Source: an optimization exercise on an open RTL-to-GDS flow (aim: small area, a short achievable clock period and few clock cycles per item). Production flows keep margins and buffers that such runs may drop.
No run shown here included a check of the RTL's function; only the layout flow was run.

==> flow/design.v (outline; a module is shown in full before it is edited, if it fits) <==
// module fma32_core: 175 lines
// module fma_tree: 1415 lines
// module fma_cpa: 644 lines
// module fma_lzc: 388 lines
// module fma_shift: 321 lines
// module fma32: 47 lines
module fma32 (
    input  wire        clk,
    input  wire        rst,         
    input  wire        in_valid,
    input  wire [31:0] a,
    input  wire [31:0] b,
    input  wire [31:0] c,
    input  wire        strict,      
    input  wire [1:0]  rnd,         
    output reg         out_valid,
    output wire [31:0] result,
    output wire [3:0]  flags        
);
  // ...
==> flow/flow/run.sh <==
#!/bin/bash
set -e
export SETUP_SLACK_MARGIN=21
bash standard.sh > standard.log 2>&1
==> flow/standard.sh <==
#!/bin/bash
# synth_recipe.tcl (not shown) runs the flow's synth.tcl, then flattens the netlist and writes it again
# the make line also repeats each setting of config.mk as NAME=value (left out here)
make -C /OpenROAD-flow-scripts/flow DESIGN_CONFIG=/design/flow/config.mk WORK_HOME=/design/flow/orfs CLKGATE_MAP_FILE= SYNTH_SCRIPT=/design/flow/synth_recipe.tcl "${@:-finish}"
==> flow/config.mk <==
export PLATFORM = sky130hd
export DESIGN_NAME = fma32
export DESIGN_NICKNAME = fma32
export VERILOG_FILES = /design/flow/design.v
export SDC_FILE = /design/flow/constraint.sdc
export NUM_CORES = 4
export LEC_CHECK = 0
export CAP_MARGIN = 20
export CORE_MARGIN = 2
export CORE_UTILIZATION = 40
export SLEW_MARGIN = 20
==> flow/constraint.sdc <==
create_clock -name core_clock -period 28.0 [get_ports {clk}]
set_input_delay 5.6000 -clock core_clock [delete_from_list [all_inputs] [get_ports {clk}]]
set_output_delay 5.6000 -clock core_clock [all_outputs]
set_load 0.01 [all_outputs]
==> qor.txt, run 1 <==
result of the run: timing/DRC/antenna clean
register with the most flip-flops: u_core.r1_xr
post-cts gate resize count: 142
Post-Place Worst Slack: 19.66 ns
Final Non-Filler Cells: 7744
WP depth: 16
Final Skew: 0.0543 ns
final-report max-slew violation count: 0
number of flip-flops in the largest register: 79
Seq Cell Count: 430
Max-area cell class: multi-input gates
drt via density: 6.64
placed cell area: 0.0504 mm^2
fin crit period: 6.87 ns
number of levels the H-tree was split into: 2
cells after synthesis: 6282
antenna violations before repair: 9
Slowest Stage Delay on Critical Path: 0.54 ns
cell with the most instances on the worst path: sky130_fd_sc_hd__fa_1
global-route wire length before repair: 321000 um
register bit total from synthesis: 430
Final Net Count: 6646
sequential share of the synthesized area: 18.0%
data required time at the worst endpoint: 28.55 ns
proportion of register bits with asynchronous set or reset after synthesis: 0%
Post-Layout Inst Area: 0.0539 mm^2
Critical Path End Type: register
busiest grt layer: met2
maximum number of pins on one net before global-route repair: 81
==> module fma32_core, before the edit <==
module fma32_core (
    input  wire        clk,
    input  wire [31:0] a,
    input  wire [31:0] b,
    input  wire [31:0] c,
    input  wire        strict,
    input  wire [1:0]  rnd,      
    output reg  [31:0] result,
    output reg  [3:0]  flags
);
    localparam RNE = 2'd0, RTZ = 2'd1, RUP = 2'd2, RDN = 2'd3;
    wire [1:0] rm = strict ? rnd : RNE;
    wire       sa = a[31], sb = b[31], sc = c[31];
    wire [7:0] ea = a[30:23], eb = b[30:23], ec = c[30:23];
    wire [22:0] fa = a[22:0], fb = b[22:0], fc = c[22:0];
    wire a_e0 = (ea == 8'h00), b_e0 = (eb == 8'h00), c_e0 = (ec == 8'h00);
    wire a_e1 = (ea == 8'hFF), b_e1 = (eb == 8'hFF), c_e1 = (ec == 8'hFF);
    wire a_f0 = (fa == 23'd0), b_f0 = (fb == 23'd0), c_f0 = (fc == 23'd0);
    wire a_nan = a_e1 & ~a_f0, b_nan = b_e1 & ~b_f0, c_nan = c_e1 & ~c_f0;
    wire a_inf = a_e1 &  a_f0, b_inf = b_e1 &  b_f0, c_inf = c_e1 &  c_f0;
    wire a_zero = a_e0 & (a_f0 | ~strict);
    wire b_zero = b_e0 & (b_f0 | ~strict);
    wire c_zero = c_e0 & (c_f0 | ~strict);
    wire in_uf  = ~strict & ((a_e0 & ~a_f0) | (b_e0 & ~b_f0) | (c_e0 & ~c_f0));
    wire sp      = sa ^ sb;
    wire eff_sub = sp ^ sc;
    wire prod_inf  = a_inf | b_inf;
    wire prod_zero = a_zero | b_zero;
    wire any_nan   = a_nan | b_nan | c_nan;
    wire any_snan  = (a_nan & ~fa[22]) | (b_nan & ~fb[22]) | (c_nan & ~fc[22]);
    wire invalid   = prod_inf & (prod_zero | (c_inf & eff_sub));
    wire        spec   = any_nan | prod_inf | c_inf | (prod_zero & c_zero);
    reg         s_sign, s_expff, s_quiet, s_inv;
    reg  [21:0] s_pay;
    always @* begin
        s_sign = 1'b0; s_expff = 1'b1; s_quiet = 1'b1; s_inv = 1'b0; s_pay = 22'd0;
        if (any_nan) begin
            s_inv = strict & any_snan;
            if (strict) begin
                if (a_nan)      begin s_sign = sa; s_pay = fa[21:0]; end
                else if (b_nan) begin s_sign = sb; s_pay = fb[21:0]; end
                else            begin s_sign = sc; s_pay = fc[21:0]; end
            end
        end else if (invalid) begin
            s_inv = 1'b1;
        end else if (prod_inf) begin
            s_sign = sp; s_quiet = 1'b0;
        end else if (c_inf) begin
            s_sign = sc; s_quiet = 1'b0;
        end else begin
            s_sign = (sp == sc) ? sp : (rm == RDN);
            s_expff = 1'b0; s_quiet = 1'b0;
        end
    end
    wire [23:0] ma = {~a_e0, fa & {23{~a_e0 | strict}}};
    wire [23:0] mb = {~b_e0, fb & {23{~b_e0 | strict}}};
    wire [23:0] mc = {~c_e0, fc & {23{~c_e0 | strict}}};
    wire [7:0]  xa = {ea[7:1], ea[0] | a_e0};
    wire [7:0]  xb = {eb[7:1], eb[0] | b_e0};
    wire [7:0]  xc = {ec[7:1], ec[0] | c_e0};
    wire [9:0] xab  = {2'b0, xa} + {2'b0, xb};
    wire signed [10:0] rs_raw = {3'b0, xa} + {3'b0, xb} + {3'b111, ~xc} + 11'd1949;
    wire       clamp = rs_raw[10] | prod_zero;
    wire       big   = ~clamp & (rs_raw[9:0] > 10'd77);
    wire [6:0] rs    = clamp ? 7'd0 : rs_raw[6:0];
    wire signed [10:0] etop = clamp ? $signed({3'b0, xc}) + 11'sd1
                                    : $signed({1'b0, xab}) - 11'sd99;
    wire [76:0] cal = {mc, 53'd0} >> rs;
    reg         cst;
    integer     i;
    always @* begin
        cst = 1'b0;
        for (i = 0; i < 24; i = i + 1)
            if (rs > 7'd53 + i[6:0]) cst = cst | mc[i];
    end
    wire        cstick = big ? (mc != 24'd0) : cst;
    wire [76:0] calb   = big ? 77'd0 : cal;
    wire [77:0] cw     = {1'b0, calb[76:1], calb[0] | cstick};
    wire [78:0] cx     = {1'b0, cw} ^ {79{eff_sub}};
    wire [78:0] xr;
    wire [52:0] yr;
    fma_tree u_tree (.x(ma), .y(mb), .cx(cx), .xr(xr), .yr(yr));
    reg [78:0] r1_xr;
    reg [52:0] r1_yr;
    reg signed [10:0] r1_etop;
    reg        r1_sp, r1_sub, r1_strict, r1_uf;
    reg [1:0]  r1_rm;
    reg        r1_spec, r1_ssign, r1_sexpff, r1_squiet, r1_sinv;
    reg [21:0] r1_spay;
    always @(posedge clk) begin
        r1_xr <= xr; r1_yr <= yr; r1_etop <= etop; r1_sp <= sp; r1_sub <= eff_sub;
        r1_strict <= strict; r1_uf <= in_uf; r1_rm <= rm;
        r1_spec <= spec; r1_ssign <= s_sign; r1_sexpff <= s_expff;
        r1_squiet <= s_quiet; r1_sinv <= s_inv; r1_spay <= s_pay;
    end
    wire [77:0] mag;
    wire        neg;
    fma_cpa u_cpa (.xr(r1_xr), .yr(r1_yr), .sub(r1_sub), .mag(mag), .neg(neg));
    wire signed [10:0] mpos = 11'sd78 - r1_etop;
    wire        tiny  = (mpos > 11'sd101);
    wire [101:0] marker = (mpos[10] | tiny) ? 102'd0 : (102'd1 << mpos[6:0]);
    wire [6:0]  t;
    fma_lzc u_lzc (.mag(mag), .marker(marker), .t(t));
    reg [77:0] r2_mag;
    reg [6:0]  r2_t;
    reg signed [10:0] r2_etop;
    reg        r2_tiny, r2_sign, r2_strict, r2_uf;
    reg [1:0]  r2_rm;
    reg        r2_spec, r2_ssign, r2_sexpff, r2_squiet, r2_sinv;
    reg [21:0] r2_spay;
    always @(posedge clk) begin
        r2_mag <= mag; r2_t <= t; r2_etop <= r1_etop; r2_tiny <= tiny;
        r2_sign <= r1_sp ^ neg;
        r2_strict <= r1_strict; r2_uf <= r1_uf; r2_rm <= r1_rm;
        r2_spec <= r1_spec; r2_ssign <= r1_ssign; r2_sexpff <= r1_sexpff;
        r2_squiet <= r1_squiet; r2_sinv <= r1_sinv; r2_spay <= r1_spay;
    end
    wire        r2_mzero = (r2_mag == 78'd0);
    wire [23:0] mnz;
    wire        rbz, stkz;
    fma_shift u_shift (.mag(r2_mag), .t(r2_t), .mn(mnz), .rb(rbz), .stk(stkz));
    wire [23:0] mn  = r2_tiny ? 24'd0 : mnz;
    wire        r2_rb  = ~r2_tiny & rbz;
    wire        r2_stk = r2_tiny | stkz;
    wire        normal = mn[23];
    wire signed [10:0] e_norm = r2_etop + 11'sd24 - $signed({4'd0, r2_t});
    wire [7:0]  r2_efld = normal ? e_norm[7:0] : 8'd0;
    wire        r2_povf = normal & (e_norm >= 11'sd255);
    wire [22:0] r2_mn = mn[22:0];
    wire inexact = r2_rb | r2_stk;
    reg  inc;
    always @* begin
        case (r2_rm)
            RNE:     inc = r2_rb & (r2_stk | r2_mn[0]);
            RTZ:     inc = 1'b0;
            RUP:     inc = ~r2_sign & inexact;
            default: inc =  r2_sign & inexact;
        endcase
    end
    wire [30:0] rounded = {r2_efld, r2_mn} + {30'd0, inc};
    wire ovf      = r2_povf | (rounded[30:23] == 8'hFF);
    wire to_inf   = (r2_rm == RNE) | (r2_rm == RUP & ~r2_sign) | (r2_rm == RDN & r2_sign);
    wire res_zero = (rounded == 31'd0);
    wire res_sub  = (rounded[30:23] == 8'd0);
    reg [31:0] res_n;
    reg [3:0]  flg_n;
    always @* begin
        flg_n = 4'b0000;
        if (r2_spec) begin
            res_n = {r2_ssign, {8{r2_sexpff}}, r2_squiet, r2_spay};
            flg_n = {r2_sinv, 3'b000};
        end else if (r2_mzero) begin
            res_n = {(r2_rm == RDN), 31'd0};
        end else if (ovf) begin
            if (!r2_strict) begin
                res_n = {r2_sign, 31'h7F7FFFFF};
                flg_n = 4'b0010;
            end else begin
                res_n = to_inf ? {r2_sign, 8'hFF, 23'd0} : {r2_sign, 31'h7F7FFFFF};
                flg_n = 4'b0100;
            end
        end else if (res_zero | (~r2_strict & res_sub)) begin
            res_n = {r2_sign, 31'd0};
            flg_n = 4'b0001;
        end else begin
            res_n = {r2_sign, rounded};
        end
        if (flg_n == 4'b0000 && r2_uf)
            flg_n = 4'b0001;
    end
    always @(posedge clk) begin
        result <= res_n;
        flags  <= flg_n;
    end
endmodule
==> module fma_cpa, before the edit <==
module fma_cpa (
    input  wire [78:0] xr,
    input  wire [52:0] yr,
    input  wire        sub,
    output wire [77:0] mag,
    output wire        neg
);
    wire [78:0] yf = {26'd0, yr};
    wire [78:0] g0 = xr & yf;
    wire [78:0] p0 = xr ^ yf;
    wire [78:0] gg, pp;
    wire G0_1 = g0[1] | (p0[1] & g0[0]);
    wire P0_1 = p0[1] & p0[0];
    wire G0_3 = g0[3] | (p0[3] & g0[2]);
    wire P0_3 = p0[3] & p0[2];
    wire G0_5 = g0[5] | (p0[5] & g0[4]);
    wire P0_5 = p0[5] & p0[4];
    wire G0_7 = g0[7] | (p0[7] & g0[6]);
    wire P0_7 = p0[7] & p0[6];
    wire G0_9 = g0[9] | (p0[9] & g0[8]);
    wire P0_9 = p0[9] & p0[8];
    wire G0_11 = g0[11] | (p0[11] & g0[10]);
    wire P0_11 = p0[11] & p0[10];
    wire G0_13 = g0[13] | (p0[13] & g0[12]);
    wire P0_13 = p0[13] & p0[12];
    wire G0_15 = g0[15] | (p0[15] & g0[14]);
    wire P0_15 = p0[15] & p0[14];
    wire G0_17 = g0[17] | (p0[17] & g0[16]);
    wire P0_17 = p0[17] & p0[16];
    wire G0_19 = g0[19] | (p0[19] & g0[18]);
    wire P0_19 = p0[19] & p0[18];
    wire G0_21 = g0[21] | (p0[21] & g0[20]);
    wire P0_21 = p0[21] & p0[20];
    wire G0_23 = g0[23] | (p0[23] & g0[22]);
    wire P0_23 = p0[23] & p0[22];
    wire G0_25 = g0[25] | (p0[25] & g0[24]);
    wire P0_25 = p0[25] & p0[24];
    wire G0_27 = g0[27] | (p0[27] & g0[26]);
    wire P0_27 = p0[27] & p0[26];
    wire G0_29 = g0[29] | (p0[29] & g0[28]);
    wire P0_29 = p0[29] & p0[28];
    wire G0_31 = g0[31] | (p0[31] & g0[30]);
    wire P0_31 = p0[31] & p0[30];
    wire G0_33 = g0[33] | (p0[33] & g0[32]);
    wire P0_33 = p0[33] & p0[32];
    wire G0_35 = g0[35] | (p0[35] & g0[34]);
    wire P0_35 = p0[35] & p0[34];
    wire G0_37 = g0[37] | (p0[37] & g0[36]);
    wire P0_37 = p0[37] & p0[36];
    wire G0_39 = g0[39] | (p0[39] & g0[38]);
    wire P0_39 = p0[39] & p0[38];
    wire G0_41 = g0[41] | (p0[41] & g0[40]);
    wire P0_41 = p0[41] & p0[40];
    wire G0_43 = g0[43] | (p0[43] & g0[42]);
    wire P0_43 = p0[43] & p0[42];
    wire G0_45 = g0[45] | (p0[45] & g0[44]);
    wire P0_45 = p0[45] & p0[44];
    wire G0_47 = g0[47] | (p0[47] & g0[46]);
    wire P0_47 = p0[47] & p0[46];
    wire G0_49 = g0[49] | (p0[49] & g0[48]);
    wire P0_49 = p0[49] & p0[48];
    wire G0_51 = g0[51] | (p0[51] & g0[50]);
    wire P0_51 = p0[51] & p0[50];
    wire G0_53 = g0[53] | (p0[53] & g0[52]);
    wire P0_53 = p0[53] & p0[52];
    wire G0_55 = g0[55] | (p0[55] & g0[54]);
    wire P0_55 = p0[55] & p0[54];
    wire G0_57 = g0[57] | (p0[57] & g0[56]);
    wire P0_57 = p0[57] & p0[56];
    wire G0_59 = g0[59] | (p0[59] & g0[58]);
    wire P0_59 = p0[59] & p0[58];
    wire G0_61 = g0[61] | (p0[61] & g0[60]);
    wire P0_61 = p0[61] & p0[60];
    wire G0_63 = g0[63] | (p0[63] & g0[62]);
    wire P0_63 = p0[63] & p0[62];
    wire G0_65 = g0[65] | (p0[65] & g0[64]);
    wire P0_65 = p0[65] & p0[64];
    wire G0_67 = g0[67] | (p0[67] & g0[66]);
    wire P0_67 = p0[67] & p0[66];
    wire G0_69 = g0[69] | (p0[69] & g0[68]);
    wire P0_69 = p0[69] & p0[68];
    wire G0_71 = g0[71] | (p0[71] & g0[70]);
    wire P0_71 = p0[71] & p0[70];
    wire G0_73 = g0[73] | (p0[73] & g0[72]);
    wire P0_73 = p0[73] & p0[72];
    wire G0_75 = g0[75] | (p0[75] & g0[74]);
    wire P0_75 = p0[75] & p0[74];
    wire G0_77 = g0[77] | (p0[77] & g0[76]);
    wire P0_77 = p0[77] & p0[76];
    wire G1_2 = g0[2] | (p0[2] & G0_1);
    wire P1_2 = p0[2] & P0_1;
    wire G1_3 = G0_3 | (P0_3 & G0_1);
    wire P1_3 = P0_3 & P0_1;
    wire G1_6 = g0[6] | (p0[6] & G0_5);
    wire P1_6 = p0[6] & P0_5;
    wire G1_7 = G0_7 | (P0_7 & G0_5);
    wire P1_7 = P0_7 & P0_5;
    wire G1_10 = g0[10] | (p0[10] & G0_9);
    wire P1_10 = p0[10] & P0_9;
    wire G1_11 = G0_11 | (P0_11 & G0_9);
    wire P1_11 = P0_11 & P0_9;
    wire G1_14 = g0[14] | (p0[14] & G0_13);
    wire P1_14 = p0[14] & P0_13;
    wire G1_15 = G0_15 | (P0_15 & G0_13);
    wire P1_15 = P0_15 & P0_13;
    wire G1_18 = g0[18] | (p0[18] & G0_17);
    wire P1_18 = p0[18] & P0_17;
    wire G1_19 = G0_19 | (P0_19 & G0_17);
    wire P1_19 = P0_19 & P0_17;
    wire G1_22 = g0[22] | (p0[22] & G0_21);
    wire P1_22 = p0[22] & P0_21;
    wire G1_23 = G0_23 | (P0_23 & G0_21);
    wire P1_23 = P0_23 & P0_21;
    wire G1_26 = g0[26] | (p0[26] & G0_25);
    wire P1_26 = p0[26] & P0_25;
    wire G1_27 = G0_27 | (P0_27 & G0_25);
    wire P1_27 = P0_27 & P0_25;
    wire G1_30 = g0[30] | (p0[30] & G0_29);
    wire P1_30 = p0[30] & P0_29;
    wire G1_31 = G0_31 | (P0_31 & G0_29);
    wire P1_31 = P0_31 & P0_29;
    wire G1_34 = g0[34] | (p0[34] & G0_33);
    wire P1_34 = p0[34] & P0_33;
    wire G1_35 = G0_35 | (P0_35 & G0_33);
    wire P1_35 = P0_35 & P0_33;
    wire G1_38 = g0[38] | (p0[38] & G0_37);
    wire P1_38 = p0[38] & P0_37;
    wire G1_39 = G0_39 | (P0_39 & G0_37);
    wire P1_39 = P0_39 & P0_37;
    wire G1_42 = g0[42] | (p0[42] & G0_41);
    wire P1_42 = p0[42] & P0_41;
    wire G1_43 = G0_43 | (P0_43 & G0_41);
    wire P1_43 = P0_43 & P0_41;
    wire G1_46 = g0[46] | (p0[46] & G0_45);
    wire P1_46 = p0[46] & P0_45;
    wire G1_47 = G0_47 | (P0_47 & G0_45);
    wire P1_47 = P0_47 & P0_45;
    wire G1_50 = g0[50] | (p0[50] & G0_49);
    wire P1_50 = p0[50] & P0_49;
    wire G1_51 = G0_51 | (P0_51 & G0_49);
    wire P1_51 = P0_51 & P0_49;
    wire G1_54 = g0[54] | (p0[54] & G0_53);
    wire P1_54 = p0[54] & P0_53;
    wire G1_55 = G0_55 | (P0_55 & G0_53);
    wire P1_55 = P0_55 & P0_53;
    wire G1_58 = g0[58] | (p0[58] & G0_57);
    wire P1_58 = p0[58] & P0_57;
    wire G1_59 = G0_59 | (P0_59 & G0_57);
    wire P1_59 = P0_59 & P0_57;
    wire G1_62 = g0[62] | (p0[62] & G0_61);
    wire P1_62 = p0[62] & P0_61;
    wire G1_63 = G0_63 | (P0_63 & G0_61);
    wire P1_63 = P0_63 & P0_61;
    wire G1_66 = g0[66] | (p0[66] & G0_65);
    wire P1_66 = p0[66] & P0_65;
    wire G1_67 = G0_67 | (P0_67 & G0_65);
    wire P1_67 = P0_67 & P0_65;
    wire G1_70 = g0[70] | (p0[70] & G0_69);
    wire P1_70 = p0[70] & P0_69;
    wire G1_71 = G0_71 | (P0_71 & G0_69);
    wire P1_71 = P0_71 & P0_69;
    wire G1_74 = g0[74] | (p0[74] & G0_73);
    wire P1_74 = p0[74] & P0_73;
    wire G1_75 = G0_75 | (P0_75 & G0_73);
    wire P1_75 = P0_75 & P0_73;
    wire G1_78 = g0[78] | (p0[78] & G0_77);
    wire P1_78 = p0[78] & P0_77;
    wire G2_4 = g0[4] | (p0[4] & G1_3);
    wire P2_4 = p0[4] & P1_3;
    wire G2_5 = G0_5 | (P0_5 & G1_3);
    wire P2_5 = P0_5 & P1_3;
    wire G2_6 = G1_6 | (P1_6 & G1_3);
    wire P2_6 = P1_6 & P1_3;
    wire G2_7 = G1_7 | (P1_7 & G1_3);
    wire P2_7 = P1_7 & P1_3;
    wire G2_12 = g0[12] | (p0[12] & G1_11);
    wire P2_12 = p0[12] & P1_11;
    wire G2_13 = G0_13 | (P0_13 & G1_11);
    wire P2_13 = P0_13 & P1_11;
    wire G2_14 = G1_14 | (P1_14 & G1_11);
    wire P2_14 = P1_14 & P1_11;
    wire G2_15 = G1_15 | (P1_15 & G1_11);
    wire P2_15 = P1_15 & P1_11;
    wire G2_20 = g0[20] | (p0[20] & G1_19);
    wire P2_20 = p0[20] & P1_19;
    wire G2_21 = G0_21 | (P0_21 & G1_19);
    wire P2_21 = P0_21 & P1_19;
    wire G2_22 = G1_22 | (P1_22 & G1_19);
    wire P2_22 = P1_22 & P1_19;
    wire G2_23 = G1_23 | (P1_23 & G1_19);
    wire P2_23 = P1_23 & P1_19;
    wire G2_28 = g0[28] | (p0[28] & G1_27);
    wire P2_28 = p0[28] & P1_27;
    wire G2_29 = G0_29 | (P0_29 & G1_27);
    wire P2_29 = P0_29 & P1_27;
    wire G2_30 = G1_30 | (P1_30 & G1_27);
    wire P2_30 = P1_30 & P1_27;
    wire G2_31 = G1_31 | (P1_31 & G1_27);
    wire P2_31 = P1_31 & P1_27;
    wire G2_36 = g0[36] | (p0[36] & G1_35);
    wire P2_36 = p0[36] & P1_35;
    wire G2_37 = G0_37 | (P0_37 & G1_35);
    wire P2_37 = P0_37 & P1_35;
    wire G2_38 = G1_38 | (P1_38 & G1_35);
    wire P2_38 = P1_38 & P1_35;
    wire G2_39 = G1_39 | (P1_39 & G1_35);
    wire P2_39 = P1_39 & P1_35;
    wire G2_44 = g0[44] | (p0[44] & G1_43);
    wire P2_44 = p0[44] & P1_43;
    wire G2_45 = G0_45 | (P0_45 & G1_43);
    wire P2_45 = P0_45 & P1_43;
    wire G2_46 = G1_46 | (P1_46 & G1_43);
    wire P2_46 = P1_46 & P1_43;
    wire G2_47 = G1_47 | (P1_47 & G1_43);
    wire P2_47 = P1_47 & P1_43;
    wire G2_52 = g0[52] | (p0[52] & G1_51);
    wire P2_52 = p0[52] & P1_51;
    wire G2_53 = G0_53 | (P0_53 & G1_51);
    wire P2_53 = P0_53 & P1_51;
    wire G2_54 = G1_54 | (P1_54 & G1_51);
    wire P2_54 = P1_54 & P1_51;
    wire G2_55 = G1_55 | (P1_55 & G1_51);
    wire P2_55 = P1_55 & P1_51;
    wire G2_60 = g0[60] | (p0[60] & G1_59);
    wire P2_60 = p0[60] & P1_59;
    wire G2_61 = G0_61 | (P0_61 & G1_59);
    wire P2_61 = P0_61 & P1_59;
    wire G2_62 = G1_62 | (P1_62 & G1_59);
    wire P2_62 = P1_62 & P1_59;
    wire G2_63 = G1_63 | (P1_63 & G1_59);
    wire P2_63 = P1_63 & P1_59;
    wire G2_68 = g0[68] | (p0[68] & G1_67);
    wire P2_68 = p0[68] & P1_67;
    wire G2_69 = G0_69 | (P0_69 & G1_67);
    wire P2_69 = P0_69 & P1_67;
    wire G2_70 = G1_70 | (P1_70 & G1_67);
    wire P2_70 = P1_70 & P1_67;
    wire G2_71 = G1_71 | (P1_71 & G1_67);
    wire P2_71 = P1_71 & P1_67;
    wire G2_76 = g0[76] | (p0[76] & G1_75);
    wire P2_76 = p0[76] & P1_75;
    wire G2_77 = G0_77 | (P0_77 & G1_75);
    wire P2_77 = P0_77 & P1_75;
    wire G2_78 = G1_78 | (P1_78 & G1_75);
    wire P2_78 = P1_78 & P1_75;
    wire G3_8 = g0[8] | (p0[8] & G2_7);
    wire P3_8 = p0[8] & P2_7;
    wire G3_9 = G0_9 | (P0_9 & G2_7);
    wire P3_9 = P0_9 & P2_7;
    wire G3_10 = G1_10 | (P1_10 & G2_7);
    wire P3_10 = P1_10 & P2_7;
    wire G3_11 = G1_11 | (P1_11 & G2_7);
    wire P3_11 = P1_11 & P2_7;
    wire G3_12 = G2_12 | (P2_12 & G2_7);
    wire P3_12 = P2_12 & P2_7;
    wire G3_13 = G2_13 | (P2_13 & G2_7);
    wire P3_13 = P2_13 & P2_7;
    wire G3_14 = G2_14 | (P2_14 & G2_7);
    wire P3_14 = P2_14 & P2_7;
    wire G3_15 = G2_15 | (P2_15 & G2_7);
    wire P3_15 = P2_15 & P2_7;
    wire G3_24 = g0[24] | (p0[24] & G2_23);
    wire P3_24 = p0[24] & P2_23;
    wire G3_25 = G0_25 | (P0_25 & G2_23);
    wire P3_25 = P0_25 & P2_23;
    wire G3_26 = G1_26 | (P1_26 & G2_23);
    wire P3_26 = P1_26 & P2_23;
    wire G3_27 = G1_27 | (P1_27 & G2_23);
    wire P3_27 = P1_27 & P2_23;
    wire G3_28 = G2_28 | (P2_28 & G2_23);
    wire P3_28 = P2_28 & P2_23;
    wire G3_29 = G2_29 | (P2_29 & G2_23);
    wire P3_29 = P2_29 & P2_23;
    wire G3_30 = G2_30 | (P2_30 & G2_23);
    wire P3_30 = P2_30 & P2_23;
    wire G3_31 = G2_31 | (P2_31 & G2_23);
    wire P3_31 = P2_31 & P2_23;
    wire G3_40 = g0[40] | (p0[40] & G2_39);
    wire P3_40 = p0[40] & P2_39;
    wire G3_41 = G0_41 | (P0_41 & G2_39);
    wire P3_41 = P0_41 & P2_39;
    wire G3_42 = G1_42 | (P1_42 & G2_39);
    wire P3_42 = P1_42 & P2_39;
    wire G3_43 = G1_43 | (P1_43 & G2_39);
    wire P3_43 = P1_43 & P2_39;
    wire G3_44 = G2_44 | (P2_44 & G2_39);
    wire P3_44 = P2_44 & P2_39;
    wire G3_45 = G2_45 | (P2_45 & G2_39);
    wire P3_45 = P2_45 & P2_39;
    wire G3_46 = G2_46 | (P2_46 & G2_39);
    wire P3_46 = P2_46 & P2_39;
    wire G3_47 = G2_47 | (P2_47 & G2_39);
    wire P3_47 = P2_47 & P2_39;
    wire G3_56 = g0[56] | (p0[56] & G2_55);
    wire P3_56 = p0[56] & P2_55;
    wire G3_57 = G0_57 | (P0_57 & G2_55);
    wire P3_57 = P0_57 & P2_55;
    wire G3_58 = G1_58 | (P1_58 & G2_55);
    wire P3_58 = P1_58 & P2_55;
    wire G3_59 = G1_59 | (P1_59 & G2_55);
    wire P3_59 = P1_59 & P2_55;
    wire G3_60 = G2_60 | (P2_60 & G2_55);
    wire P3_60 = P2_60 & P2_55;
    wire G3_61 = G2_61 | (P2_61 & G2_55);
    wire P3_61 = P2_61 & P2_55;
    wire G3_62 = G2_62 | (P2_62 & G2_55);
    wire P3_62 = P2_62 & P2_55;
    wire G3_63 = G2_63 | (P2_63 & G2_55);
    wire P3_63 = P2_63 & P2_55;
    wire G3_72 = g0[72] | (p0[72] & G2_71);
    wire P3_72 = p0[72] & P2_71;
    wire G3_73 = G0_73 | (P0_73 & G2_71);
    wire P3_73 = P0_73 & P2_71;
    wire G3_74 = G1_74 | (P1_74 & G2_71);
    wire P3_74 = P1_74 & P2_71;
    wire G3_75 = G1_75 | (P1_75 & G2_71);
    wire P3_75 = P1_75 & P2_71;
    wire G3_76 = G2_76 | (P2_76 & G2_71);
    wire P3_76 = P2_76 & P2_71;
    wire G3_77 = G2_77 | (P2_77 & G2_71);
    wire P3_77 = P2_77 & P2_71;
    wire G3_78 = G2_78 | (P2_78 & G2_71);
    wire P3_78 = P2_78 & P2_71;
    wire G4_16 = g0[16] | (p0[16] & G3_15);
    wire P4_16 = p0[16] & P3_15;
    wire G4_17 = G0_17 | (P0_17 & G3_15);
    wire P4_17 = P0_17 & P3_15;
    wire G4_18 = G1_18 | (P1_18 & G3_15);
    wire P4_18 = P1_18 & P3_15;
    wire G4_19 = G1_19 | (P1_19 & G3_15);
    wire P4_19 = P1_19 & P3_15;
    wire G4_20 = G2_20 | (P2_20 & G3_15);
    wire P4_20 = P2_20 & P3_15;
    wire G4_21 = G2_21 | (P2_21 & G3_15);
    wire P4_21 = P2_21 & P3_15;
    wire G4_22 = G2_22 | (P2_22 & G3_15);
    wire P4_22 = P2_22 & P3_15;
    wire G4_23 = G2_23 | (P2_23 & G3_15);
    wire P4_23 = P2_23 & P3_15;
    wire G4_24 = G3_24 | (P3_24 & G3_15);
    wire P4_24 = P3_24 & P3_15;
    wire G4_25 = G3_25 | (P3_25 & G3_15);
    wire P4_25 = P3_25 & P3_15;
    wire G4_26 = G3_26 | (P3_26 & G3_15);
    wire P4_26 = P3_26 & P3_15;
    wire G4_27 = G3_27 | (P3_27 & G3_15);
    wire P4_27 = P3_27 & P3_15;
    wire G4_28 = G3_28 | (P3_28 & G3_15);
    wire P4_28 = P3_28 & P3_15;
    wire G4_29 = G3_29 | (P3_29 & G3_15);
    wire P4_29 = P3_29 & P3_15;
    wire G4_30 = G3_30 | (P3_30 & G3_15);
    wire P4_30 = P3_30 & P3_15;
    wire G4_31 = G3_31 | (P3_31 & G3_15);
    wire P4_31 = P3_31 & P3_15;
    wire G4_48 = g0[48] | (p0[48] & G3_47);
    wire P4_48 = p0[48] & P3_47;
    wire G4_49 = G0_49 | (P0_49 & G3_47);
    wire P4_49 = P0_49 & P3_47;
    wire G4_50 = G1_50 | (P1_50 & G3_47);
    wire P4_50 = P1_50 & P3_47;
    wire G4_51 = G1_51 | (P1_51 & G3_47);
    wire P4_51 = P1_51 & P3_47;
    wire G4_52 = G2_52 | (P2_52 & G3_47);
    wire P4_52 = P2_52 & P3_47;
    wire G4_53 = G2_53 | (P2_53 & G3_47);
    wire P4_53 = P2_53 & P3_47;
    wire G4_54 = G2_54 | (P2_54 & G3_47);
    wire P4_54 = P2_54 & P3_47;
    wire G4_55 = G2_55 | (P2_55 & G3_47);
    wire P4_55 = P2_55 & P3_47;
    wire G4_56 = G3_56 | (P3_56 & G3_47);
    wire P4_56 = P3_56 & P3_47;
    wire G4_57 = G3_57 | (P3_57 & G3_47);
    wire P4_57 = P3_57 & P3_47;
    wire G4_58 = G3_58 | (P3_58 & G3_47);
    wire P4_58 = P3_58 & P3_47;
    wire G4_59 = G3_59 | (P3_59 & G3_47);
    wire P4_59 = P3_59 & P3_47;
    wire G4_60 = G3_60 | (P3_60 & G3_47);
    wire P4_60 = P3_60 & P3_47;
    wire G4_61 = G3_61 | (P3_61 & G3_47);
    wire P4_61 = P3_61 & P3_47;
    wire G4_62 = G3_62 | (P3_62 & G3_47);
    wire P4_62 = P3_62 & P3_47;
    wire G4_63 = G3_63 | (P3_63 & G3_47);
    wire P4_63 = P3_63 & P3_47;
    wire G5_32 = g0[32] | (p0[32] & G4_31);
    wire P5_32 = p0[32] & P4_31;
    wire G5_33 = G0_33 | (P0_33 & G4_31);
    wire P5_33 = P0_33 & P4_31;
    wire G5_34 = G1_34 | (P1_34 & G4_31);
    wire P5_34 = P1_34 & P4_31;
    wire G5_35 = G1_35 | (P1_35 & G4_31);
    wire P5_35 = P1_35 & P4_31;
    wire G5_36 = G2_36 | (P2_36 & G4_31);
    wire P5_36 = P2_36 & P4_31;
    wire G5_37 = G2_37 | (P2_37 & G4_31);
    wire P5_37 = P2_37 & P4_31;
    wire G5_38 = G2_38 | (P2_38 & G4_31);
    wire P5_38 = P2_38 & P4_31;
    wire G5_39 = G2_39 | (P2_39 & G4_31);
    wire P5_39 = P2_39 & P4_31;
    wire G5_40 = G3_40 | (P3_40 & G4_31);
    wire P5_40 = P3_40 & P4_31;
    wire G5_41 = G3_41 | (P3_41 & G4_31);
    wire P5_41 = P3_41 & P4_31;
    wire G5_42 = G3_42 | (P3_42 & G4_31);
    wire P5_42 = P3_42 & P4_31;
    wire G5_43 = G3_43 | (P3_43 & G4_31);
    wire P5_43 = P3_43 & P4_31;
    wire G5_44 = G3_44 | (P3_44 & G4_31);
    wire P5_44 = P3_44 & P4_31;
    wire G5_45 = G3_45 | (P3_45 & G4_31);
    wire P5_45 = P3_45 & P4_31;
    wire G5_46 = G3_46 | (P3_46 & G4_31);
    wire P5_46 = P3_46 & P4_31;
    wire G5_47 = G3_47 | (P3_47 & G4_31);
    wire P5_47 = P3_47 & P4_31;
    wire G5_48 = G4_48 | (P4_48 & G4_31);
    wire P5_48 = P4_48 & P4_31;
    wire G5_49 = G4_49 | (P4_49 & G4_31);
    wire P5_49 = P4_49 & P4_31;
    wire G5_50 = G4_50 | (P4_50 & G4_31);
    wire P5_50 = P4_50 & P4_31;
    wire G5_51 = G4_51 | (P4_51 & G4_31);
    wire P5_51 = P4_51 & P4_31;
    wire G5_52 = G4_52 | (P4_52 & G4_31);
    wire P5_52 = P4_52 & P4_31;
    wire G5_53 = G4_53 | (P4_53 & G4_31);
    wire P5_53 = P4_53 & P4_31;
    wire G5_54 = G4_54 | (P4_54 & G4_31);
    wire P5_54 = P4_54 & P4_31;
    wire G5_55 = G4_55 | (P4_55 & G4_31);
    wire P5_55 = P4_55 & P4_31;
    wire G5_56 = G4_56 | (P4_56 & G4_31);
    wire P5_56 = P4_56 & P4_31;
    wire G5_57 = G4_57 | (P4_57 & G4_31);
    wire P5_57 = P4_57 & P4_31;
    wire G5_58 = G4_58 | (P4_58 & G4_31);
    wire P5_58 = P4_58 & P4_31;
    wire G5_59 = G4_59 | (P4_59 & G4_31);
    wire P5_59 = P4_59 & P4_31;
    wire G5_60 = G4_60 | (P4_60 & G4_31);
    wire P5_60 = P4_60 & P4_31;
    wire G5_61 = G4_61 | (P4_61 & G4_31);
    wire P5_61 = P4_61 & P4_31;
    wire G5_62 = G4_62 | (P4_62 & G4_31);
    wire P5_62 = P4_62 & P4_31;
    wire G5_63 = G4_63 | (P4_63 & G4_31);
    wire P5_63 = P4_63 & P4_31;
    wire G6_64 = g0[64] | (p0[64] & G5_63);
    wire P6_64 = p0[64] & P5_63;
    wire G6_65 = G0_65 | (P0_65 & G5_63);
    wire P6_65 = P0_65 & P5_63;
    wire G6_66 = G1_66 | (P1_66 & G5_63);
    wire P6_66 = P1_66 & P5_63;
    wire G6_67 = G1_67 | (P1_67 & G5_63);
    wire P6_67 = P1_67 & P5_63;
    wire G6_68 = G2_68 | (P2_68 & G5_63);
    wire P6_68 = P2_68 & P5_63;
    wire G6_69 = G2_69 | (P2_69 & G5_63);
    wire P6_69 = P2_69 & P5_63;
    wire G6_70 = G2_70 | (P2_70 & G5_63);
    wire P6_70 = P2_70 & P5_63;
    wire G6_71 = G2_71 | (P2_71 & G5_63);
    wire P6_71 = P2_71 & P5_63;
    wire G6_72 = G3_72 | (P3_72 & G5_63);
    wire P6_72 = P3_72 & P5_63;
    wire G6_73 = G3_73 | (P3_73 & G5_63);
    wire P6_73 = P3_73 & P5_63;
    wire G6_74 = G3_74 | (P3_74 & G5_63);
    wire P6_74 = P3_74 & P5_63;
    wire G6_75 = G3_75 | (P3_75 & G5_63);
    wire P6_75 = P3_75 & P5_63;
    wire G6_76 = G3_76 | (P3_76 & G5_63);
    wire P6_76 = P3_76 & P5_63;
    wire G6_77 = G3_77 | (P3_77 & G5_63);
    wire P6_77 = P3_77 & P5_63;
    wire G6_78 = G3_78 | (P3_78 & G5_63);
    wire P6_78 = P3_78 & P5_63;
    assign gg[0] = g0[0];
    assign pp[0] = p0[0];
    assign gg[1] = G0_1;
    assign pp[1] = P0_1;
    assign gg[2] = G1_2;
    assign pp[2] = P1_2;
    assign gg[3] = G1_3;
    assign pp[3] = P1_3;
    assign gg[4] = G2_4;
    assign pp[4] = P2_4;
    assign gg[5] = G2_5;
    assign pp[5] = P2_5;
    assign gg[6] = G2_6;
    assign pp[6] = P2_6;
    assign gg[7] = G2_7;
    assign pp[7] = P2_7;
    assign gg[8] = G3_8;
    assign pp[8] = P3_8;
    assign gg[9] = G3_9;
    assign pp[9] = P3_9;
    assign gg[10] = G3_10;
    assign pp[10] = P3_10;
    assign gg[11] = G3_11;
    assign pp[11] = P3_11;
    assign gg[12] = G3_12;
    assign pp[12] = P3_12;
    assign gg[13] = G3_13;
    assign pp[13] = P3_13;
    assign gg[14] = G3_14;
    assign pp[14] = P3_14;
    assign gg[15] = G3_15;
    assign pp[15] = P3_15;
    assign gg[16] = G4_16;
    assign pp[16] = P4_16;
    assign gg[17] = G4_17;
    assign pp[17] = P4_17;
    assign gg[18] = G4_18;
    assign pp[18] = P4_18;
    assign gg[19] = G4_19;
    assign pp[19] = P4_19;
    assign gg[20] = G4_20;
    assign pp[20] = P4_20;
    assign gg[21] = G4_21;
    assign pp[21] = P4_21;
    assign gg[22] = G4_22;
    assign pp[22] = P4_22;
    assign gg[23] = G4_23;
    assign pp[23] = P4_23;
    assign gg[24] = G4_24;
    assign pp[24] = P4_24;
    assign gg[25] = G4_25;
    assign pp[25] = P4_25;
    assign gg[26] = G4_26;
    assign pp[26] = P4_26;
    assign gg[27] = G4_27;
    assign pp[27] = P4_27;
    assign gg[28] = G4_28;
    assign pp[28] = P4_28;
    assign gg[29] = G4_29;
    assign pp[29] = P4_29;
    assign gg[30] = G4_30;
    assign pp[30] = P4_30;
    assign gg[31] = G4_31;
    assign pp[31] = P4_31;
    assign gg[32] = G5_32;
    assign pp[32] = P5_32;
    assign gg[33] = G5_33;
    assign pp[33] = P5_33;
    assign gg[34] = G5_34;
    assign pp[34] = P5_34;
    assign gg[35] = G5_35;
    assign pp[35] = P5_35;
    assign gg[36] = G5_36;
    assign pp[36] = P5_36;
    assign gg[37] = G5_37;
    assign pp[37] = P5_37;
    assign gg[38] = G5_38;
    assign pp[38] = P5_38;
    assign gg[39] = G5_39;
    assign pp[39] = P5_39;
    assign gg[40] = G5_40;
    assign pp[40] = P5_40;
    assign gg[41] = G5_41;
    assign pp[41] = P5_41;
    assign gg[42] = G5_42;
    assign pp[42] = P5_42;
    assign gg[43] = G5_43;
    assign pp[43] = P5_43;
    assign gg[44] = G5_44;
    assign pp[44] = P5_44;
    assign gg[45] = G5_45;
    assign pp[45] = P5_45;
    assign gg[46] = G5_46;
    assign pp[46] = P5_46;
    assign gg[47] = G5_47;
    assign pp[47] = P5_47;
    assign gg[48] = G5_48;
    assign pp[48] = P5_48;
    assign gg[49] = G5_49;
    assign pp[49] = P5_49;
    assign gg[50] = G5_50;
    assign pp[50] = P5_50;
    assign gg[51] = G5_51;
    assign pp[51] = P5_51;
    assign gg[52] = G5_52;
    assign pp[52] = P5_52;
    assign gg[53] = G5_53;
    assign pp[53] = P5_53;
    assign gg[54] = G5_54;
    assign pp[54] = P5_54;
    assign gg[55] = G5_55;
    assign pp[55] = P5_55;
    assign gg[56] = G5_56;
    assign pp[56] = P5_56;
    assign gg[57] = G5_57;
    assign pp[57] = P5_57;
    assign gg[58] = G5_58;
    assign pp[58] = P5_58;
    assign gg[59] = G5_59;
    assign pp[59] = P5_59;
    assign gg[60] = G5_60;
    assign pp[60] = P5_60;
    assign gg[61] = G5_61;
    assign pp[61] = P5_61;
    assign gg[62] = G5_62;
    assign pp[62] = P5_62;
    assign gg[63] = G5_63;
    assign pp[63] = P5_63;
    assign gg[64] = G6_64;
    assign pp[64] = P6_64;
    assign gg[65] = G6_65;
    assign pp[65] = P6_65;
    assign gg[66] = G6_66;
    assign pp[66] = P6_66;
    assign gg[67] = G6_67;
    assign pp[67] = P6_67;
    assign gg[68] = G6_68;
    assign pp[68] = P6_68;
    assign gg[69] = G6_69;
    assign pp[69] = P6_69;
    assign gg[70] = G6_70;
    assign pp[70] = P6_70;
    assign gg[71] = G6_71;
    assign pp[71] = P6_71;
    assign gg[72] = G6_72;
    assign pp[72] = P6_72;
    assign gg[73] = G6_73;
    assign pp[73] = P6_73;
    assign gg[74] = G6_74;
    assign pp[74] = P6_74;
    assign gg[75] = G6_75;
    assign pp[75] = P6_75;
    assign gg[76] = G6_76;
    assign pp[76] = P6_76;
    assign gg[77] = G6_77;
    assign pp[77] = P6_77;
    assign gg[78] = G6_78;
    assign pp[78] = P6_78;
    wire [78:0] t0 = p0 ^ {gg[77:0], 1'b0};
    wire [78:0] t1 = p0 ^ {gg[77:0] | pp[77:0], 1'b1};
    assign neg = sub & t0[78];
    assign mag = neg ? ~t0[77:0] : (sub ? t1[77:0] : t0[77:0]);
endmodule
==> run 2, diff against run 1 <==
--- a/flow/design.v
+++ b/flow/design.v
@@ -54,17 +54,18 @@
     end
     wire [23:0] ma = {~a_e0, fa & {23{~a_e0 | strict}}};
     wire [23:0] mb = {~b_e0, fb & {23{~b_e0 | strict}}};
     wire [23:0] mc = {~c_e0, fc & {23{~c_e0 | strict}}};
     wire [7:0]  xa = {ea[7:1], ea[0] | a_e0};
     wire [7:0]  xb = {eb[7:1], eb[0] | b_e0};
     wire [7:0]  xc = {ec[7:1], ec[0] | c_e0};
     wire [9:0] xab  = {2'b0, xa} + {2'b0, xb};
-    wire signed [10:0] rs_raw = {3'b0, xa} + {3'b0, xb} + {3'b111, ~xc} + 11'd1949;
+    wire signed [10:0] rs_raw = {3'b0, ea} + {3'b0, eb} + {3'b111, ~ec}
+                              + {10'd0, a_e0} + {10'd0, b_e0} + {10'd0, ~c_e0} + 11'd1948;
     wire       clamp = rs_raw[10] | prod_zero;
     wire       big   = ~clamp & (rs_raw[9:0] > 10'd77);
     wire [6:0] rs    = clamp ? 7'd0 : rs_raw[6:0];
     wire signed [10:0] etop = clamp ? $signed({3'b0, xc}) + 11'sd1
                                     : $signed({1'b0, xab}) - 11'sd99;
     wire [76:0] cal = {mc, 53'd0} >> rs;
     reg         cst;
     integer     i;
@@ -550,17 +551,16 @@
     wire p329 = y[23] & x[16];
     wire p330 = y[23] & x[17];
     wire p331 = y[23] & x[18];
     wire p332 = y[23] & x[19];
     wire p333 = y[23] & x[20];
     wire p334 = y[23] & x[21];
     wire p335 = y[23] & x[22];
     wire p336 = y[23] & x[23];
-    wire [27:0] cxu = cx[78:51] - 1'b1;
     wire s337;
     wire c338;
     assign {c338, s337} = neg0 + p1;
     wire s339;
     wire c340;
     assign {c340, s339} = p2 + c338;
     wire s341;
     wire c342;
@@ -1579,30 +1579,36 @@
     wire s1025;
     wire c1026;
     assign {c1026, s1025} = p312 + p336 + c1020;
     wire s1027;
     wire c1028;
     assign {c1028, s1027} = s1025 + c1022 + cx[50];
     wire s1029;
     wire c1030;
-    assign {c1030, s1029} = c1026 + c1028;
-    assign xr = {cxu[27], cxu[26], cxu[25], cxu[24], cxu[23], cxu[22], cxu[21], cxu[20], cxu[19], cxu[18], cxu[17], cxu[16], cxu[15], cxu[14], cxu[13], cxu[12], cxu[11], cxu[10], cxu[9], cxu[8], cxu[7], cxu[6], cxu[5], cxu[4], cxu[3], cxu[2], cxu[1], cxu[0], c1024, c1018, c1012, c1004, c996, c986, c976, c964, c952, c938, c924, c908, c892, c874, c856, c836, c816, c794, c772, c748, c724, s723, c672, c648, s647, c600, s599, c556, s555, c516, s515, c480, s479, c448, s447, c420, s419, c396, s395, c376, s375, s367, cx[8], cx[7], cx[6], cx[5], cx[4], cx[3], cx[2], cx[1], cx[0]};
+    assign {c1030, s1029} = c1026 + cx[51];
+    assign xr = {cx[78], cx[77], cx[76], cx[75], cx[74], cx[73], cx[72], cx[71], cx[70], cx[69], cx[68], cx[67], cx[66], cx[65], cx[64], cx[63], cx[62], cx[61], cx[60], cx[59], cx[58], cx[57], cx[56], cx[55], cx[54], cx[53], cx[52], c1028, c1024, c1018, c1012, c1004, c996, c986, c976, c964, c952, c938, c924, c908, c892, c874, c856, c836, c816, c794, c772, c748, c724, s723, c672, c648, s647, c600, s599, c556, s555, c516, s515, c480, s479, c448, s447, c420, s419, c396, s395, c376, s375, s367, cx[8], cx[7], cx[6], cx[5], cx[4], cx[3], cx[2], cx[1], cx[0]};
     assign yr = {c1030, s1029, s1027, s1023, s1017, s1011, s1003, s995, s985, s975, s963, s951, s937, s923, s907, s891, s873, s855, s835, s815, s793, s771, s747, 1'b0, s697, s671, 1'b0, s623, 1'b0, s577, 1'b0, s535, 1'b0, s497, 1'b0, s463, 1'b0, s433, 1'b0, s407, 1'b0, s385, 1'b0, 1'b0, s359, s353, s347, s343, s339, s337, 1'b0, 1'b0, 1'b0};
 endmodule
 module fma_cpa (
     input  wire [78:0] xr,
     input  wire [52:0] yr,
     input  wire        sub,
     output wire [77:0] mag,
     output wire        neg
 );
     wire [78:0] yf = {26'd0, yr};
-    wire [78:0] g0 = xr & yf;
-    wire [78:0] p0 = xr ^ yf;
+    wire [78:51] ua = ~xr[78:51];
+    wire [78:51] ub = {xr[77:51], 1'b0};
+    wire [78:51] us = ua ^ ub ^ yf[78:51];
+    wire [78:51] uc = {(ua[77:51] & ub[77:51]) | (ua[77:51] & yf[77:51]) | (ub[77:51] & yf[77:51]), 1'b0};
+    wire [78:0] xq = {us, xr[50:0]};
+    wire [78:0] yq = {uc, yf[50:0]};
+    wire [78:0] g0 = xq & yq;
+    wire [78:0] p0 = xq ^ yq;
     wire [78:0] gg, pp;
     wire G0_1 = g0[1] | (p0[1] & g0[0]);
     wire P0_1 = p0[1] & p0[0];
     wire G0_3 = g0[3] | (p0[3] & g0[2]);
     wire P0_3 = p0[3] & p0[2];
     wire G0_5 = g0[5] | (p0[5] & g0[4]);
     wire P0_5 = p0[5] & p0[4];
     wire G0_7 = g0[7] | (p0[7] & g0[6]);
==> qor.txt, run 2 <==
result of the run: timing/DRC/antenna clean
clock network latency to the later pin of the worst-skew pair: 0.70 ns
endpoint with the worst hold slack: u_core.r2_spay[12]$_DFF_P_
Critical Path End Type: output pin
data required time at the worst endpoint: 22.40 ns (-6.15 ns)
commonest cells after routing, fill and taps aside: sky130_fd_sc_hd__o21ai_0, sky130_fd_sc_hd__nand2_1, sky130_fd_sc_hd__dfxtp_1
Clock Root Buffer: sky130_fd_sc_hd__clkbuf_16
Final Net Count: 6425 (-3.3%)
Tot GR Track Use: 34.3%
HPWL after detailed placement: 162000 um
flop-to-flop setup slack: 21.14 ns
number of enable-type register cells in the synthesized netlist: 0
Slowest cell on crit path: sky130_fd_sc_hd__dfxtp_1
Num CTS Buffers: 51
count of buffer and inverter cells on the critical path: 1
fraction of layout instances using a drive strength above 1: 9.31%
maximum number of pins on one net before global-route repair: 87 (+7.4%)
length of the first detailed-routing pass in iterations: 7
most used flip-flop cell after synthesis: sky130_fd_sc_hd__dfxtp_1
netlist area before placement: 0.0475 mm^2
initial cell density of the core: 40.3%
Final Hold Violating Endpoints: 0
data arrival time of the critical path: 1.34 ns
Final Skew: 0.0718 ns (+0.0175 ns)
vias in the first global route: 45300
endpoints failing setup: 0
Net Count, Synth: 6630
count of cell types in the netlist: 110
signed area change from the synthesized netlist to the final layout: 10.5%
Synth Area per Inst: 7.88 um^2
IO buf count: 138
Least-Margin Pin Slew: 1.20 ns
reg2reg end: u_core.r2_t[1]$_DFF_P_
peak clock frequency supported by timing: 144 MHz
count of pins on the block boundary: 139
worst min path class: reg2reg
startpoint of the worst-slack reg-to-reg timing path: u_core.r1_yr[4]$_DFF_P_
clock-pin slew on the worst setup and hold paths: 0.06 ns
Critical Path Fanout Max: 1
top cell type by total area after synthesis: sky130_fd_sc_hd__dfxtp_1
most instantiated cells after synthesis: sky130_fd_sc_hd__o21ai_0, sky130_fd_sc_hd__nand2_1, sky130_fd_sc_hd__clkbuf_1
global-route wire length before repair: 315000 um (-2.0%)
proportion of register bits with asynchronous set or reset after synthesis: 0% (unchanged)
Final Cycle Share: 24.8%
drt via density: 6.66 (+0.38%)
buffer depth of the longest clock path: 3
number of nets with antenna violations after detailed routing: 0
Hold Path Depth: 0
tightest hold margin: 0.326 ns
number of maximum-capacitance constraint violations: 0
largest cells by area after synthesis: sky130_fd_sc_hd__dfxtp_1, sky130_fd_sc_hd__fa_1, sky130_fd_sc_hd__o21ai_0, sky130_fd_sc_hd__ha_1, sky130_fd_sc_hd__a22oi_1
average wire per cell in the routed design: 29.2 um
number of levels the H-tree was split into: 2 (unchanged)
largest registers: u_core.r1_xr: 78 flops, u_core.r2_mag: 78 flops, u_core.r1_yr: 39 flops
cell-by-cell trace of the critical path: dlygate4sd2_1
register bit total from synthesis: 428 (-0.47%)
Final Non-Filler Cells: 7406 (-4.4%)
Routed WL: 216000 um
source of the worst hold timing path: u_core.r1_spay[12]$_SDFF_PN0_
floorplan row count: 126
cells after synthesis: 6029 (-4.0%)
Slowest Stage Delay on Critical Path: 0.37 ns (-0.17 ns)
share of the synthesized area in the top cell type: 18.0%
YS warnings: 2
most used standard cell by instance count after synthesis: sky130_fd_sc_hd__o21ai_0
overall via count from detail_route: 49300
DRC Markers: 0
fin crit period: 6.94 ns (+0.0665 ns)
DRC marker count from the first detailed-route iteration: 6622
CP top delay family: flip-flops
most common cell after layout, fill and taps aside: sky130_fd_sc_hd__o21ai_0
accumulated negative setup slack: 0 ns
instance count after placement with tap cells included: 7284
area inside the core boundary: 0.118 mm^2
logic depth of the worst register-to-register path: 17
sequential share of the synthesized area: 18.0% (+0.046 points)
TritonCTS Sinks: 428
final-report max-slew violation count: 0 (unchanged)
worst setup path class: reg2out
global placement routability congestion: 1.01
setup repair after global routing missed its margin: true
Relative slew margins: 19.6%
horizontal die dimension: 349 um
die height: 349 um
antenna violations before repair: 22 (+13)
remaining global-route overflow: 0
startpoint type of the worst setup path: register
hold buffer count at CTS: 0
TritonCTS clock tree: yes
area of the die: 0.122 mm^2
-- run 2: cell count changes after synthesis, moves of 45 or more --
cell / delta
sky130_fd_sc_hd__a21oi_1: -72
sky130_fd_sc_hd__clkbuf_1: -48
sky130_fd_sc_hd__ha_1: +48
sky130_fd_sc_hd__maj3_1: +45
sky130_fd_sc_hd__o21ai_0: -78
sky130_fd_sc_hd__o22ai_1: -78
-- run 2: final cells by class --
| cell class | instances | area [um^2] |
|---|---|---|
| diodes | 4 | 10.0 |
| clock buffers | 71 | 1480 |
| clock inverters | 24 | 285 |
| fillers | 11800 | 65400 |
| inverters | 337 | 1270 |
| multi-input cells | 4693 | 36000 |
| flip-flops and latches | 428 | 8600 |
| well taps | 1536 | 1920 |
| repair buffers | 313 | 2950 |
-- run 2: layer usage --
| layer | up-vias | share of wire, % | global-route usage [%] |
|---|---|---|---|
| li1 | 21500 | - | - |
| met1 | 23900 | 39 | 44.8 |
| met2 | 3255 | 43 | 52.0 |
| met3 | 692 | 11 | 7.26 |
| met4 | 26 | 7.5 | 20.4 |
| met5 | - | 0.075 | 0 |
-- run 2: repair_timing --
| action | CTS | global route |
|---|---|---|
| hold endpoints to repair | 0 | 0 |
| endpoints found under the setup margin | 151 | 79 |
| pin swaps | 6 | 11 |
| buffers inserted | 7 | 8 |
| gates cloned | 3 | 4 |
| resized for setup | 92 | 104 |
-- run 2: per-stage QoR --
stage | worst slack [ns] | util, % | area [um^2]
floorplan | 21.07 | - | 47600
global placement | 19.90 | 42.3 | 49900
detailed placement | 19.79 | 42.3 | 49900
CTS | 21.00 | 44.1 | 52000
global route | 20.93 | 44.5 | 52500
finish | 21.06 | 44.6 | 52500
-- run 2: logic make-up after synthesis --
kind of cell | count (synthesis) | synth area share (%)
compound gates | 2213 | 30.4
simple gates | 1479 | 15.0
buf+inv | 908 | 7.52
fa+ha+maj | 546 | 19.1
flops | 428 | 18.0
xor+xnor | 242 | 4.46
mux | 213 | 5.41
-- run 2: how the worst max path moves through the flow --
stage,start,endpoint,slack (ns),cells past startpoint
2_1_floorplan,s0_b[24]$_DFF_P_,u_core.r1_xr[26]$_DFF_P_,21.07,29
3_3_place_gp,s0_b[24]$_DFF_P_,u_core.r1_xr[26]$_DFF_P_,19.90,28
3_5_place_dp,s0_b[28]$_DFF_P_,u_core.r1_xr[16]$_DFF_P_,19.79,28
4_1_cts,u_core.result[31]$_DFF_P_,result[31],21.00,1
5_1_grt,s0_b[24]$_DFF_P_,u_core.r1_xr[16]$_DFF_P_,20.93,29
6_report,u_core.result[31]$_DFF_P_,result[31],21.06,1
==> run 3, diff against run 2 <==
--- a/flow/design.v
+++ b/flow/design.v
@@ -84,5 +84,5 @@
     reg [78:0] r1_xr;
     reg [52:0] r1_yr;
-    reg signed [10:0] r1_etop;
+    reg signed [10:0] r1_etop;    
     reg        r1_sp, r1_sub, r1_strict, r1_uf;
     reg [1:0]  r1_rm;
@@ -90,5 +90,5 @@
     reg [21:0] r1_spay;
     always @(posedge clk) begin
-        r1_xr <= xr; r1_yr <= yr; r1_etop <= etop; r1_sp <= sp; r1_sub <= eff_sub;
+        r1_xr <= xr; r1_yr <= yr; r1_etop <= etop + 11'sd24; r1_sp <= sp; r1_sub <= eff_sub;
         r1_strict <= strict; r1_uf <= in_uf; r1_rm <= rm;
         r1_spec <= spec; r1_ssign <= s_sign; r1_sexpff <= s_expff;
@@ -98,12 +98,17 @@
     wire        neg;
     fma_cpa u_cpa (.xr(r1_xr), .yr(r1_yr), .sub(r1_sub), .mag(mag), .neg(neg));
-    wire signed [10:0] mpos = 11'sd78 - r1_etop;
+    wire signed [10:0] mpos = 11'sd102 - r1_etop;
     wire        tiny  = (mpos > 11'sd101);
     wire [101:0] marker = (mpos[10] | tiny) ? 102'd0 : (102'd1 << mpos[6:0]);
     wire [6:0]  t;
     fma_lzc u_lzc (.mag(mag), .marker(marker), .t(t));
-    reg [77:0] r2_mag;
-    reg [6:0]  r2_t;
-    reg signed [10:0] r2_etop;
+    wire [23:0] mnz;
+    wire        rbz, stkz;
+    fma_shift u_shift (.mag(mag), .t(t), .mn(mnz), .rb(rbz), .stk(stkz));
+    wire        mzero = (mag == 78'd0);
+    wire signed [10:0] e_norm = r1_etop - $signed({4'd0, t});
+    reg [23:0] r2_mnz;
+    reg [7:0]  r2_e8;
+    reg        r2_ebig, r2_rbz, r2_stkz, r2_mzero;
     reg        r2_tiny, r2_sign, r2_strict, r2_uf;
     reg [1:0]  r2_rm;
@@ -111,5 +116,6 @@
     reg [21:0] r2_spay;
     always @(posedge clk) begin
-        r2_mag <= mag; r2_t <= t; r2_etop <= r1_etop; r2_tiny <= tiny;
+        r2_mnz <= mnz; r2_rbz <= rbz; r2_stkz <= stkz; r2_mzero <= mzero;
+        r2_e8 <= e_norm[7:0]; r2_ebig <= (e_norm >= 11'sd255); r2_tiny <= tiny;
         r2_sign <= r1_sp ^ neg;
         r2_strict <= r1_strict; r2_uf <= r1_uf; r2_rm <= r1_rm;
@@ -117,15 +123,10 @@
         r2_squiet <= r1_squiet; r2_sinv <= r1_sinv; r2_spay <= r1_spay;
     end
-    wire        r2_mzero = (r2_mag == 78'd0);
-    wire [23:0] mnz;
-    wire        rbz, stkz;
-    fma_shift u_shift (.mag(r2_mag), .t(r2_t), .mn(mnz), .rb(rbz), .stk(stkz));
-    wire [23:0] mn  = r2_tiny ? 24'd0 : mnz;
-    wire        r2_rb  = ~r2_tiny & rbz;
-    wire        r2_stk = r2_tiny | stkz;
+    wire [23:0] mn  = r2_tiny ? 24'd0 : r2_mnz;
+    wire        r2_rb  = ~r2_tiny & r2_rbz;
+    wire        r2_stk = r2_tiny | r2_stkz;
     wire        normal = mn[23];
-    wire signed [10:0] e_norm = r2_etop + 11'sd24 - $signed({4'd0, r2_t});
-    wire [7:0]  r2_efld = normal ? e_norm[7:0] : 8'd0;
-    wire        r2_povf = normal & (e_norm >= 11'sd255);
+    wire [7:0]  r2_efld = normal ? r2_e8 : 8'd0;
+    wire        r2_povf = normal & r2_ebig;
     wire [22:0] r2_mn = mn[22:0];
     wire inexact = r2_rb | r2_stk;
--- a/flow/config.mk
+++ b/flow/config.mk
@@ -6,4 +6,5 @@
 export NUM_CORES = 4
 export LEC_CHECK = 0
+export ABC_AREA = 1
 export CAP_MARGIN = 20
 export CORE_MARGIN = 2
==> qor.txt, run 3 <==
remaining global-route overflow: 0 (unchanged)
Post-Place Worst Slack: 19.45 ns (-0.340 ns)
Final Cycle Share: 24.5% (-0.31 points)
fin crit period: 6.85 ns (-0.0862 ns)
maximum number of pins on one net before global-route repair: 76 (-13%)
Net Count, Synth: 6794 (+2.5%)
count of pins on the block boundary: 139 (unchanged)
flop-to-flop setup slack: 21.15 ns (about the same)
drt via density: 5.70 (-14%)
length of the first detailed-routing pass in iterations: 7 (unchanged)
TritonCTS Sinks: 368 (-14%)
most common cell after layout, fill and taps aside: sky130_fd_sc_hd__nand2_1
die height: 328 um (-5.9%)
signed area change from the synthesized netlist to the final layout: 13.8%
peak clock frequency supported by timing: 146 MHz (+1.3%)
instance count after placement with tap cells included: 7489 (+2.8%)
sequential share of the synthesized area: 17.5% (-0.49 points)
most instantiated cells after synthesis: sky130_fd_sc_hd__nand2_1, sky130_fd_sc_hd__inv_1, sky130_fd_sc_hd__nor2_1
final setup margin: 21.15 ns (+0.0862 ns)
data arrival time of the critical path: 7.30 ns (+5.96 ns)
area inside the core boundary: 0.104 mm^2 (-12%)
register bit total from synthesis: 368 (-14%)
global-route wire length before repair: 268000 um (-15%)
Critical Path Fanout Max: 19 (+18)
number of flip-flops in the largest register: 78
clock network latency to the later pin of the worst-skew pair: 0.60 ns (-0.10 ns)
Post-Layout Inst Area: 0.0478 mm^2 (-9.0%)
endpoints failing setup: 0 (unchanged)
data required time at the worst endpoint: 28.44 ns (+6.04 ns)
initial cell density of the core: 40.5% (+0.16 points)
Synth Area per Inst: 6.77 um^2 (-14%)
largest cells by area after synthesis: sky130_fd_sc_hd__dfxtp_1, sky130_fd_sc_hd__fa_1, sky130_fd_sc_hd__nand2_1, sky130_fd_sc_hd__xor2_1, sky130_fd_sc_hd__inv_1
core utilization of the finished layout: 46.0% (+1.5 points)
overall via count from detail_route: 43700 (-11%)
commonest cells after routing, fill and taps aside: sky130_fd_sc_hd__nand2_1, sky130_fd_sc_hd__inv_1, sky130_fd_sc_hd__nand3_1
Final Hold Violating Endpoints: 0 (unchanged)
Final Skew: 0.0197 ns (-0.0521 ns)
worst setup path class: reg2reg
Num CTS Buffers: 43 (-16%)
TritonCTS clock tree: yes
number of fillers in the final layout: 10900 (-7.6%)
main combinational cell family by area after synthesis: simple AND/OR/NAND/NOR gates
Tot GR Track Use: 33.1% (-1.2 points)
adder-cell share of the synthesized area: 20.3% (+1.2 points)
Least-Margin Pin Slew: 1.01 ns (-0.194 ns)
number of enable-type register cells in the synthesized netlist: 0 (unchanged)
horizontal die dimension: 328 um (-5.9%)
result of the run: timing/DRC/antenna clean
placed cell area: 0.0443 mm^2 (-11%)
most used flip-flop cell after synthesis: sky130_fd_sc_hd__dfxtp_1
number of nets with antenna violations after detailed routing: 0 (unchanged)
Final Non-Filler Cells: 7671 (+3.6%)
DRC Markers: 0 (unchanged)
floorplan row count: 118 (-6.3%)
worst min path class: reg2reg
netlist area before placement: 0.0420 mm^2 (-12%)
IO buf count: 138 (unchanged)
register with the most flip-flops: u_core.r1_xr
mux share of post-synthesis cell area: 0.200% (-5.2 points)
cells after synthesis: 6201 (+2.9%)
Final Net Count: 6848 (+6.6%)
xor/xnor share of the synthesized area: 9.78% (+5.3 points)
DRC marker count from the first detailed-route iteration: 4753 (-28%)
vias in the first global route: 41400 (-8.6%)
fraction of layout instances using a drive strength above 1: 8.78% (-0.53 points)
basic-gate share of the synthesized area counting and, or, nand and nor cells: 29.1% (+14 points)
proportion of register bits with asynchronous set or reset after synthesis: 0% (unchanged)
setup repair after global routing missed its margin: true
final-report max-slew violation count: 0 (unchanged)
global placement routability congestion: 1.07 (+5.6%)
area of the die: 0.108 mm^2 (-12%)
share of the synthesized area in the top cell type: 17.5% (-0.49 points)
clock-pin slew on the worst setup and hold paths: 0.06 ns (about the same)
antenna violations before repair: 8 (-64%)
Clock Root Buffer: sky130_fd_sc_hd__clkbuf_16
Critical Path End Type: register
average wire per cell in the routed design: 24.1 um (-17%)
count of cell types in the netlist: 71 (-35%)
Relative slew margins: 32.1% (+12 points)
buffer depth of the longest clock path: 3 (unchanged)
top cell type by total area after synthesis: sky130_fd_sc_hd__dfxtp_1
HPWL after detailed placement: 142000 um (-13%)
Routed WL: 185000 um (-14%)
YS warnings: 2 (unchanged)
startpoint type of the worst setup path: register
number of maximum-capacitance constraint violations: 0 (unchanged)
accumulated negative setup slack: 0 ns (unchanged)
most used standard cell by instance count after synthesis: sky130_fd_sc_hd__nand2_1
fraction of the mapped netlist area in compound gates: 13.0% (-17 points)
number of levels the H-tree was split into: 2 (unchanged)
largest registers: u_core.r1_xr: 78 flops, u_core.r1_yr: 39 flops
run 3: metrics by stage:
step / hold WS (ns)
after CTS: 0.323
after floorplan: 0.310
after detailed placement: 0.312
after global placement: 0.311
final: 0.324
after global routing: 0.330
run 3: what timing repair did:
action | CTS | global route
endpoints found under the hold margin | 0 | 0
pin swaps | 8 | 35
gates cloned | 18 | 10
setup buffers | 34 | 39
hold buffers | 0 | 0
gates resized for setup | 192 | 182
endpoints found under the setup margin | 152 | 98
run 3: critical path: stages (launching register included):
cell and delay [ns]:
sky130_fd_sc_hd__dfxtp_1 0.32, sky130_fd_sc_hd__or4_1 0.57, sky130_fd_sc_hd__nor2_1 0.14, sky130_fd_sc_hd__buf_6 0.13, sky130_fd_sc_hd__clkinvlp_4 0.09, sky130_fd_sc_hd__buf_4 0.21, sky130_fd_sc_hd__nor2_1 0.12, sky130_fd_sc_hd__buf_4 0.27
sky130_fd_sc_hd__nor2_1 0.21, sky130_fd_sc_hd__inv_1 0.57, sky130_fd_sc_hd__o21ai_0 0.15, sky130_fd_sc_hd__nand2_1 0.08, sky130_fd_sc_hd__o21ai_0 0.14, sky130_fd_sc_hd__fa_1 0.50, sky130_fd_sc_hd__fa_1 0.48, sky130_fd_sc_hd__fa_1 0.47
sky130_fd_sc_hd__fa_1 0.58, sky130_fd_sc_hd__fa_1 0.44, sky130_fd_sc_hd__fa_1 0.52, sky130_fd_sc_hd__inv_1 0.04, sky130_fd_sc_hd__ha_1 0.18, sky130_fd_sc_hd__fa_1 0.48
run 3: logic make-up after synthesis:
kind of cell | count (synthesis)
buffers and inverters | 1080
xor gates and xnor gates | 469
adders and majority gates | 491
DFF | 368
AOI/OAI and AO/OA | 925
muxes | 8
and+or+nand+nor | 2860
run 3: per-layer routing:
metal / global-route usage [%] / up-vias / wire [um]
met5: 0 / - / 35
met4: 17.9 / 6 / 12400
met3: 6.28 / 521 / 15700
met2: 52.6 / 2189 / 82900
met1: 42.5 / 20800 / 73900
li1: - / 20200 / -
run 3: worst paths after layout:
path / startpoint / end / cells after the start
hold reg to reg: u_core.r1_squiet$_SDFF_PN1_ / u_core.r2_squiet$_DFF_P_ / 0
setup reg to reg: s0_a[29]$_DFF_P_ / u_core.r1_xr[27]$_DFF_P_ / 21
setup / recovery: s0_a[29]$_DFF_P_ / u_core.r1_xr[27]$_DFF_P_ / 21
hold / removal: u_core.r1_squiet$_SDFF_PN1_ / u_core.r2_squiet$_DFF_P_ / 0
run 3: layout make-up:
class	count	area, um^2	area share [%]
diodes	2	5.00	0.0105
clock buffers	51	1160	2.42
clock inverters	28	270	0.565
inverters	786	3140	6.57
multi-input cells	4759	31300	65.6
flip-flops and latches	368	7370	15.4
well taps	1380	1730	3.61
repair buffers	280	2650	5.55
repair inverters	17	129	0.270

-- static timing again, ports no longer ideal --
Ports are ideal in the flow. The routed layouts listed here were re-timed in OpenROAD.
Step 1, drivers: a clkbuf_16 drives clk and a buf_2 each remaining input, both assumed.
Step 2 also shifts input and output timing later by t, the mid clock arrival at the registers, as if the neighbouring blocks saw the same clock.
Slacks: ideal / step 1 / step 2; pairs: ideal / step 1.
| run | shift t [ns] | setup slack, ns | slew at the worst register clock pin (ns) | worst data-port slew with drivers (ns) | cell pins on the clock port's net |
|---|---|---|---|---|---|
| run 1 | 0.726 | 21.126 / 21.065 / 21.126 | 0.07 / 0.07 | 0.07 | 1 |
| run 2 | 0.746 | 21.060 / 20.981 / 21.143 | 0.08 / 0.08 | 0.06 | 1 |
| run 3 | 0.661 | 21.146 / 21.114 / 21.146 | 0.06 / 0.06 | 0.09 | 1 |
After both steps every run listed still meets setup and hold.
